Context: an optimization exercise on an open-source flow, tuned for small area. The choices shown serve that exercise and are no tape-out recipe.
Only simulation tests tie the RTL to the original design; equivalence was not proved.
No activity file was given, so power comes from the tool's default toggle rates.

**flow/run.sh**
```bash
#!/bin/bash
# synth_recipe.tcl (not shown) runs the flow's synth.tcl, then flattens the netlist and writes it again
# the make line also repeats each setting of config.mk as NAME=value (left out here)
make -C /OpenROAD-flow-scripts/flow DESIGN_CONFIG=/design/flow/config.mk WORK_HOME=/design/flow/orfs CLKGATE_MAP_FILE= SYNTH_SCRIPT=/design/flow/synth_recipe.tcl finish
```
**flow/config.mk**
```make
export PLATFORM = sky130hd
export DESIGN_NAME = tally_block
export DESIGN_NICKNAME = tally_block
export VERILOG_FILES = /design/flow/design.v
export SDC_FILE = /design/flow/constraint.sdc
export NUM_CORES = 8
export LEC_CHECK = 0
export CAP_MARGIN = 20
export CORE_MARGIN = 2
export CORE_UTILIZATION = 40
export PLACE_DENSITY = 0.6
export SLEW_MARGIN = 20
```
**flow/constraint.sdc**
```tcl
create_clock -name core_clock -period 25.0 [get_ports {clk}]
set_input_delay 5.0000 -clock core_clock [delete_from_list [all_inputs] [get_ports {clk}]]
set_output_delay 5.0000 -clock core_clock [all_outputs]
set_load 0.01 [all_outputs]
```
**flow/design.v**
```verilog
module tally_timer #(
    parameter integer IDX = 0,       
    parameter integer NT  = 4        
) (
    input  wire          clk,
    input  wire          rst,
    input  wire          wr,
    input  wire [3:0]    woff,       
    input  wire [31:0]   wdata,
    input  wire [3:0]    roff,
    output reg  [31:0]   rdata,
    input  wire [7:0]    tb_evt,     
    input  wire [31:0]   car_evt,    
    input  wire          grid_evt,   
    input  wire [NT-1:0] zero_q,     
    output reg           out,
    output reg           zero_evt,   
    output reg           trig,       
    output wire          late_set,
    output wire          slip_set
);
    reg         en, mode;
    reg  [1:0]  tsrc;
    reg  [2:0]  tbsel;
    reg  [15:0] presc;
    reg  [31:0] rld;         
    reg  [31:0] rld_stg;     
    reg         pend;
    reg  [31:0] cmp [0:3];
    reg  [7:0]  act;
    reg  [1:0]  zact;
    reg  [7:0]  edg;
    reg  [2:0]  trigsel;
    reg         outinit;
    reg  [7:0]  syncsrc;
    reg         once, once_done;
    reg  [32:0] ph;          
    reg  [15:0] pc;          
    reg  [1:0]  arm [0:3];   
    wire wr_cfg  = wr && woff == 4'h0;
    wire wr_rld  = wr && woff == 4'h1;
    wire wr_act  = wr && woff == 4'h8;
    wire wr_sync = wr && woff == 4'h9;
    wire [3:0] wr_cmp;
    assign wr_cmp[0] = wr && woff == 4'h4;
    assign wr_cmp[1] = wr && woff == 4'h5;
    assign wr_cmp[2] = wr && woff == 4'h6;
    assign wr_cmp[3] = wr && woff == 4'h7;
    wire cfg_bad = (wdata[3:2] == 2'd3) ||
                   (IDX == 0 && wdata[3:2] == 2'd2) ||
                   (en && (wdata[1] != mode || wdata[3:2] != tsrc ||
                           wdata[6:4] != tbsel || wdata[31:16] != presc));
    wire cfg_ok  = wr_cfg && !cfg_bad;
    wire sync_ok = wr_sync && wdata[7:0] < 8'h62 && wdata[7:0] != IDX + 1;
    wire        mode_n    = cfg_ok ? wdata[1]     : mode;
    wire [1:0]  tsrc_n    = cfg_ok ? wdata[3:2]   : tsrc;
    wire [2:0]  tbsel_n   = cfg_ok ? wdata[6:4]   : tbsel;
    wire [15:0] presc_n   = cfg_ok ? wdata[31:16] : presc;
    wire [7:0]  act_n     = wr_act ? wdata[7:0]   : act;
    wire [1:0]  zact_n    = wr_act ? wdata[9:8]   : zact;
    wire [7:0]  edg_n     = wr_act ? wdata[17:10] : edg;
    wire [2:0]  trigsel_n = wr_act ? wdata[20:18] : trigsel;
    wire [7:0]  syncsrc_n = sync_ok ? wdata[7:0]  : syncsrc;
    wire        once_n    = sync_ok ? wdata[8]    : once;
    wire        once_done_pre = sync_ok ? 1'b0 : once_done;
    wire start   = cfg_ok && wdata[0] && !en;
    wire stop    = cfg_ok && !wdata[0];
    wire en_eff  = en && !stop;           
    wire en_next = start || en_eff;
    reg src_ev;
    always @(*) begin
        case (tsrc_n)
            2'd0:    src_ev = 1'b1;
            2'd1:    src_ev = tb_evt[tbsel_n];
            2'd2:    src_ev = (IDX > 0) ? zero_q[(IDX > 0) ? IDX - 1 : 0] : 1'b0;
            default: src_ev = 1'b0;
        endcase
    end
    wire srcev = en_eff && src_ev;
    wire tick  = srcev && pc == presc_n;
    reg sync_hit;
    always @(*) begin
        sync_hit = 1'b0;
        if (syncsrc_n >= 8'h01 && syncsrc_n <= 8'h40) begin
            if (syncsrc_n - 8'h01 < NT)
                sync_hit = zero_q[syncsrc_n - 8'h01];
        end else if (syncsrc_n >= 8'h41 && syncsrc_n <= 8'h60) begin
            sync_hit = car_evt[syncsrc_n - 8'h41];
        end else if (syncsrc_n == 8'h61) begin
            sync_hit = grid_evt;
        end
    end
    wire syncev = en_eff && sync_hit && !(once_n && once_done_pre);
    wire [32:0] len     = mode_n ? {rld, 1'b0} : {1'b0, rld} + 33'd1;
    wire        wrap    = tick && ph == len - 33'd1;
    wire        zero    = syncev || wrap;
    assign      slip_set = syncev && ph != 33'd0 && !wrap;
    wire        reload  = (zero || start) && pend;
    wire        restart = syncev || start || (wrap && pend);
    wire [31:0] rld_n   = reload ? rld_stg : rld;
    wire [32:0] len_n   = mode_n ? {rld_n, 1'b0} : {1'b0, rld_n} + 33'd1;
    wire [32:0] half_n  = mode_n ? {2'b0, rld_n[31:1]} : ({1'b0, rld_n} + 33'd1) >> 1;
    wire [32:0] ph_n    = (zero || start) ? 33'd0 : tick ? ph + 33'd1 : ph;
    wire        evalt   = tick || zero || start;    
    reg  [31:0] cmp_n  [0:3];
    reg  [3:0]  fire;
    reg  [1:0]  arm_n  [0:3];
    reg         late_any;
    reg  [32:0] pt, d;
    reg         exists, inwin, armp, ev;
    integer k, u;
    always @(*) begin
        fire     = 4'b0;
        late_any = 1'b0;
        pt = 33'd0; d = 33'd0; exists = 1'b0; inwin = 1'b0; armp = 1'b0; ev = 1'b0;
        for (k = 0; k < 4; k = k + 1) begin
            cmp_n[k] = wr_cmp[k] ? wdata : cmp[k];
            for (u = 0; u < 2; u = u + 1) begin
                if (u == 0)
                    pt = {1'b0, cmp_n[k]};
                else
                    pt = len_n - {1'b0, cmp_n[k]};
                if (cmp_n[k] > rld_n)
                    exists = 1'b0;
                else if (!mode_n)
                    exists = (u == 0) && edg_n[2*k +: 2] != 2'd0;
                else if (cmp_n[k] == 32'd0 || cmp_n[k] == rld_n)
                    exists = (u == 0) && edg_n[2*k +: 2] != 2'd0;
                else
                    exists = edg_n[2*k + u];
                if (ph_n >= pt)
                    d = ph_n - pt;
                else
                    d = ph_n + len_n - pt;
                inwin = d < half_n;
                armp = arm[k][u];
                if (restart)
                    armp = (d == 33'd0) || !inwin;
                if (wr_cmp[k] || wr_act)
                    armp = 1'b1;
                ev = en_next && (evalt || wr_cmp[k] || wr_act);
                arm_n[k][u] = armp;
                if (ev && exists) begin
                    if (armp && inwin) begin
                        fire[k] = 1'b1;
                        arm_n[k][u] = 1'b0;
                        if ((wr_cmp[k] || wr_act) && d != 33'd0)
                            late_any = 1'b1;
                    end else if (!inwin) begin
                        arm_n[k][u] = 1'b1;
                    end
                end
            end
        end
    end
    assign late_set = late_any;
    reg act_set, act_clr, act_tog;
    reg out_n;
    integer j;
    always @(*) begin
        act_set = 1'b0; act_clr = 1'b0; act_tog = 1'b0;
        if (zero) begin
            act_set = zact_n == 2'd1;
            act_clr = zact_n == 2'd2;
            act_tog = zact_n == 2'd3;
        end
        for (j = 0; j < 4; j = j + 1) begin
            if (fire[j]) begin
                if (act_n[2*j +: 2] == 2'd1) act_set = 1'b1;
                if (act_n[2*j +: 2] == 2'd2) act_clr = 1'b1;
                if (act_n[2*j +: 2] == 2'd3) act_tog = 1'b1;
            end
        end
        out_n = start ? (wr_act ? wdata[21] : outinit) : out;
        if (act_clr)      out_n = 1'b0;
        else if (act_set) out_n = 1'b1;
        else if (act_tog) out_n = !out_n;
    end
    reg trig_n;
    always @(*) begin
        case (trigsel_n)
            3'd1:    trig_n = zero;
            3'd2:    trig_n = fire[0];
            3'd3:    trig_n = fire[1];
            3'd4:    trig_n = fire[2];
            3'd5:    trig_n = fire[3];
            default: trig_n = 1'b0;
        endcase
    end
    integer m;
    always @(posedge clk) begin
        if (rst) begin
            en <= 1'b0; mode <= 1'b0; tsrc <= 2'd0; tbsel <= 3'd0; presc <= 16'd0;
            rld <= 32'hFFFF_FFFF; rld_stg <= 32'hFFFF_FFFF; pend <= 1'b0;
            for (m = 0; m < 4; m = m + 1) begin
                cmp[m] <= 32'hFFFF_FFFF;
                arm[m] <= 2'b00;
            end
            act <= 8'd0; zact <= 2'd0; edg <= 8'd0; trigsel <= 3'd0; outinit <= 1'b0;
            syncsrc <= 8'd0; once <= 1'b0; once_done <= 1'b0;
            ph <= 33'd0; pc <= 16'd0; out <= 1'b0; zero_evt <= 1'b0; trig <= 1'b0;
        end else begin
            en <= en_next;
            mode <= mode_n; tsrc <= tsrc_n; tbsel <= tbsel_n; presc <= presc_n;
            act <= act_n; zact <= zact_n; edg <= edg_n; trigsel <= trigsel_n;
            if (wr_act) outinit <= wdata[21];
            syncsrc <= syncsrc_n; once <= once_n;
            once_done <= once_done_pre || (syncev && once_n);
            for (m = 0; m < 4; m = m + 1) begin
                cmp[m] <= cmp_n[m];
                arm[m] <= arm_n[m];
            end
            rld <= rld_n;
            if (wr_rld) begin
                rld_stg <= (wdata < 32'd2) ? 32'd2 : wdata;
                pend    <= 1'b1;
            end else if (reload) begin
                pend    <= 1'b0;
            end
            ph <= ph_n;
            if (start || syncev)
                pc <= 16'd0;
            else if (srcev)
                pc <= (pc == presc_n) ? 16'd0 : pc + 16'd1;
            out      <= out_n;
            zero_evt <= zero;
            trig     <= trig_n;
        end
    end
    wire [32:0] len_c = mode ? {rld, 1'b0} : {1'b0, rld} + 33'd1;
    wire        dir   = mode && ph > {1'b0, rld};
    wire [32:0] cnt   = dir ? len_c - ph : ph;
    always @(*) begin
        case (roff)
            4'h0:    rdata = {presc, 9'd0, tbsel, tsrc, mode, en};
            4'h1:    rdata = pend ? rld_stg : rld;
            4'h2:    rdata = cnt[31:0];
            4'h3:    rdata = {28'd0, once_done, pend, out, dir};
            4'h4:    rdata = cmp[0];
            4'h5:    rdata = cmp[1];
            4'h6:    rdata = cmp[2];
            4'h7:    rdata = cmp[3];
            4'h8:    rdata = {10'd0, outinit, trigsel, edg, zact, act};
            4'h9:    rdata = {23'd0, once, syncsrc};
            default: rdata = 32'd0;
        endcase
    end
endmodule
module tally_block #(
    parameter integer NT = 2,
    parameter integer NP = 4
) (
    input  wire          clk,
    input  wire          rst,
    input  wire          we,
    input  wire          re,
    input  wire [11:0]   addr,
    input  wire [31:0]   wdata,
    output reg  [31:0]   rdata,
    input  wire [7:0]    tb_evt,
    input  wire [31:0]   car_evt,
    input  wire          grid_evt,
    output wire [NP-1:0] tal_pin,
    output wire [NP-1:0] tal_oe,
    output wire [NT-1:0] trig
);
    wire [NT-1:0] out, zero_q, late_set, slip_set;
    wire [31:0]   t_rdata [0:NT-1];
    genvar t;
    generate
        for (t = 0; t < NT; t = t + 1) begin : g_tim
            tally_timer #(.IDX(t), .NT(NT)) u_tim (
                .clk      (clk),
                .rst      (rst),
                .wr       (we && addr[11:10] == 2'b00 && addr[9:6] == t),
                .woff     (addr[5:2]),
                .wdata    (wdata),
                .roff     (addr[5:2]),
                .rdata    (t_rdata[t]),
                .tb_evt   (tb_evt),
                .car_evt  (car_evt),
                .grid_evt (grid_evt),
                .zero_q   (zero_q),
                .out      (out[t]),
                .zero_evt (zero_q[t]),
                .trig     (trig[t]),
                .late_set (late_set[t]),
                .slip_set (slip_set[t])
            );
        end
    endgenerate
    reg [5:0] pin_sel [0:NP-1];
    reg       pin_inv [0:NP-1];
    reg       pin_oe  [0:NP-1];
    genvar p;
    generate
        for (p = 0; p < NP; p = p + 1) begin : g_pin
            assign tal_pin[p] = out[pin_sel[p]] ^ pin_inv[p];
            assign tal_oe[p]  = pin_oe[p];
        end
    endgenerate
    reg [NT-1:0] late, slip;
    wire wr_late = we && addr == 12'hF00;
    wire wr_slip = we && addr == 12'hF08;
    integer i;
    always @(posedge clk) begin
        if (rst) begin
            late <= {NT{1'b0}};
            slip <= {NT{1'b0}};
            for (i = 0; i < NP; i = i + 1) begin
                pin_sel[i] <= 6'd0;
                pin_inv[i] <= 1'b0;
                pin_oe[i]  <= 1'b0;
            end
        end else begin
            late <= (late & ~(wr_late ? wdata[NT-1:0] : {NT{1'b0}})) | late_set;
            slip <= (slip & ~(wr_slip ? wdata[NT-1:0] : {NT{1'b0}})) | slip_set;
            for (i = 0; i < NP; i = i + 1) begin
                if (we && addr == 12'h800 + 4 * i) begin
                    pin_sel[i] <= (wdata[5:0] > NT - 1) ? NT - 1 : wdata[5:0];
                    pin_inv[i] <= wdata[6];
                    pin_oe[i]  <= wdata[7];
                end
            end
        end
    end
    reg [31:0] rd_n;
    always @(*) begin
        rd_n = 32'd0;
        if (addr[11:10] == 2'b00 && addr[9:6] < NT)
            rd_n = t_rdata[addr[9:6]];
        for (i = 0; i < NP; i = i + 1)
            if (addr == 12'h800 + 4 * i)
                rd_n = {24'd0, pin_oe[i], pin_inv[i], pin_sel[i]};
        if (addr == 12'hF00) rd_n = {{(32 - NT){1'b0}}, late};
        if (addr == 12'hF08) rd_n = {{(32 - NT){1'b0}}, slip};
    end
    always @(posedge clk) begin
        if (rst)
            rdata <= 32'd0;
        else if (re)
            rdata <= rd_n;
    end
endmodule
```
==> notes.md <==
# rows 214; result of the run no timing/DRC/antenna violations; Hold Crit Class reg2reg; clock tree root buffer cell clkbuf_16; worst endpoint required time 25630 ps; final critical-path share of the clock period 96.64%; Ys Warns 17; total grt overflow 0; initial antenna violation count 136; Synth Register Bits 684; area leader, netlist ha_1; NumNets Final 21670; CP dominant cell by count a21oi_1; xor and xnor area share after synthesis 9.846%; Final setup viols 0; commonest cells after routing, fill and taps aside ha_1, nand2_1, a21oi_1; unrepaired setup endpoints after global routing no; Slew HR 5.334%; Via density 6.679; gpl congestion 1.134; core box area 340600 µm²; buffer count from post-CTS setup fixing 0; Post-CTS Hold Buffers 0; vias in the first global route 142900; DR pass1 iterations 10; # IOs 131; Slew Limit Fails 0; clk buf depth 3; Tmin final 24160 ps; Core Util, Final 44.45%; crit end category register; compound-cell area share of the yosys netlist 24.29%; DIE WIDTH 589.5 µm; Worst VDD drop 0.04722 mV; syn_area_per_cell 7.254 µm²; slowest stage delay, CP 680 ps; detailed router's first-iteration violation count 25090; CTS sink cnt 684; ys flop type dfxtp_1; Max Cap Viol 0; CP arrival 24790 ps; mux share of post-synthesis cell area 5.542%; cell area power density 16.96 nW/µm²; PortBufs 130; worst-margin pin slew 1417 ps; CTS buffer count 75; Antenna Nets Post-Route 0; Die Y 589.5 µm; Synth Cell Area 137100 µm²; largest net degree at the start of global routing 201; Synth Area in Adders 20.99%; simple logic cell fraction of the synthesized area 24.79%; top post-synthesis cells by area ha_1, dfxtp_1, xnor2_1; drc violations 0; Worst-Skew Late Latency 730 ps; first-pass GRT wire length 1106000 µm; initial core utilization 40.26%; commonest non-fill, non-tap cell in the layout ha_1; H-tree levels 3; worst-path maximum fanout 20; vias post-DR 160200; share of flip-flops with an asynchronous set or reset 0%; Crit Path Class in2reg; wire per inst 33.89 µm; main combinational cell family by area after synthesis simple AND/OR/NAND/NOR gates; Synth top area share 20.29%; all-layer global routing usage 44.50%; Worst setup SP type input port; Syn-to-layout area delta 10.42%; Routed WL 813000 µm; TNS Setup 0 ps; register area share after synthesis 9.986%; Worst-path clk slew 70 ps; FF-to-FF setup slack 4950 ps; P_leak 71.97 nW; CTS tree done; highest clock rate 0.04139 GHz; Post-synth EDFFs 0; Layout Skew 64.12 ps; Final Hold Viols 0; CP max-delay cell or4_1; Netlist cell types 138; die area 347500 µm²; fraction of layout cells with a size suffix above 1 8.031%; Post-Synthesis Cells 18900; dpl hpwl 657100 µm; syn nets 21260
## report_power, final
| part | internal (mW) | switching [mW] | leakage (nW) |
|---|---|---|---|
| Sequential | 1.09 | 0.000723 | 5.53 |
| Clock | 0.658 | 0.566 | 1.24 |
| Combinational | 0.0675 | 0.186 | 65.2 |
| Total | 1.82 | 0.753 | 72.0 |
## stage by stage
stage	total power [mW]	cell area (µm²)	cells	hold slack, ps	worst slack (ps)
final	2.568	151400	23990	464.0	840.2
after global routing	2.601	151200	23920	477.0	70.43
after CTS	2.549	151200	23910	463.3	1169
after detailed placement	1.354	148600	23770	445.8	555.4
after global placement	1.355	148500	23770	442.0	483.4
after floorplan	1.229	137100	18900	428.6	2829
## synthesized netlist by cell type (50+ instances only)
cell type,number
a211o_1,50
a211oi_1,144
a21boi_0,115
a21o_1,505
a21oi_1,1668
a221oi_1,82
a222oi_1,52
a31oi_1,199
and2_1,110
and3_1,176
buf_1,77
buf_2,54
clkbuf_1,474
dfxtp_1,684
ha_1,2224
inv_1,931
mux2_2,173
mux2i_1,546
nand2_1,1970
nand2b_1,356
nand3_1,532
nand3b_1,61
nand4_1,449
nor2_1,1433
nor2b_1,352
nor3_1,549
nor4_1,233
o211ai_1,147
o21a_1,225
o21ai_0,1147
o21bai_1,127
o31ai_1,103
or2_2,116
or3_1,186
or4_1,96
xnor2_1,974
xor2_1,547
## routing by layer
layer / vias up / part of all wire, % / track usage (%)
li1: 70620 / - / -
met1: 75970 / 40 / 59.28
met2: 11220 / 37 / 59.55
met3: 2347 / 15 / 16.22
met4: 58 / 7.6 / 28.43
met5: - / 0.049 / 0
## cell families (layout without fill, tap and decap cells)
logic type,Yosys count,count (layout)
AO/OA/AOI/OAI,5229,5229
XOR/XNOR,1529,1529
multiplexers,728,728
AND/OR/NAND/NOR,6857,6857
buffers and inverters,1599,2071
other,0,77
adder cells (fa/ha/maj),2276,2276
flip-flops,684,684
## state kept, by name (all words and copies together) (netlist names), 6 cells and up
name,cells
g_tim.u_tim.act,16
g_tim.u_tim.presc,32
g_tim.u_tim.ph,66
g_tim.u_tim.syncsrc,16
rdata,32
g_tim.u_tim.arm,16
pin_sel,24
g_tim.u_tim.pc,32
g_tim.u_tim.tbsel,6
g_tim.u_tim.rld_stg,64
g_tim.u_tim.rld,64
g_tim.u_tim.trigsel,6
g_tim.u_tim.edg,16
g_tim.u_tim.cmp,256
## area by class of cell
type	instances	area, µm²
flip-flops and latches	684	13700
diodes	77	192.7
clock inverters	34	499.2
inverters	962	3621
multi-input cells	16620	118000
well taps	4536	5675
clock buffers	103	2072
repair buffers	972	7604
fillers	35230	189200
## path summary, 6_finish.rpt
path,from,to,depth (start not counted)
max reg2reg,g_tim[1].u_tim.rld[6],g_tim[1].u_tim.out,73
min reg2reg,pin_sel[3][5],pin_sel[3][5],1
min,pin_sel[3][5],pin_sel[3][5],1
max,wdata[4],g_tim[1].u_tim.out,80
## critical path: cells and delay by family
family / cells / cell delay (ps)
AOI/OAI and AO/OA: 42 / 9790
buffers and inverters: 9 / 2720
xor gates and xnor gates: 2 / 310
muxes: 1 / 300
adders and majority gates: 5 / 1710
and+or+nand+nor: 21 / 4900
## what timing repair did
action / CTS / global route
endpoints found under the setup margin: 0 / 4
endpoints found under the hold margin: 0 / 0
gates resized for setup: 0 / 5

-- what the ideal ports hide --
Ports are ideal in the flow. The routed layout listed here was re-timed in OpenROAD.
Step 1, drivers: a clkbuf_16 drives clk and a buf_2 each remaining input, both assumed.
Step 2 also shifts input and output timing later by t, the mid clock arrival at the registers, as if the neighbouring blocks saw the same clock.
Three values: no drivers, after step 1, after step 2; two values: the first two.
t, ns: 0.780
slack for setup (ns): 0.840 / 0.897 / 0.117
worst register clock-pin slew, ns: 0.08 / 0.08
worst data-port slew with drivers (ns): 0.23
pins driven straight from the clock port: 1
After both steps this run still meets setup and hold. For this run, drivers alone change the setup slack by +0.057 ns; drivers and shift together by -0.723 ns.
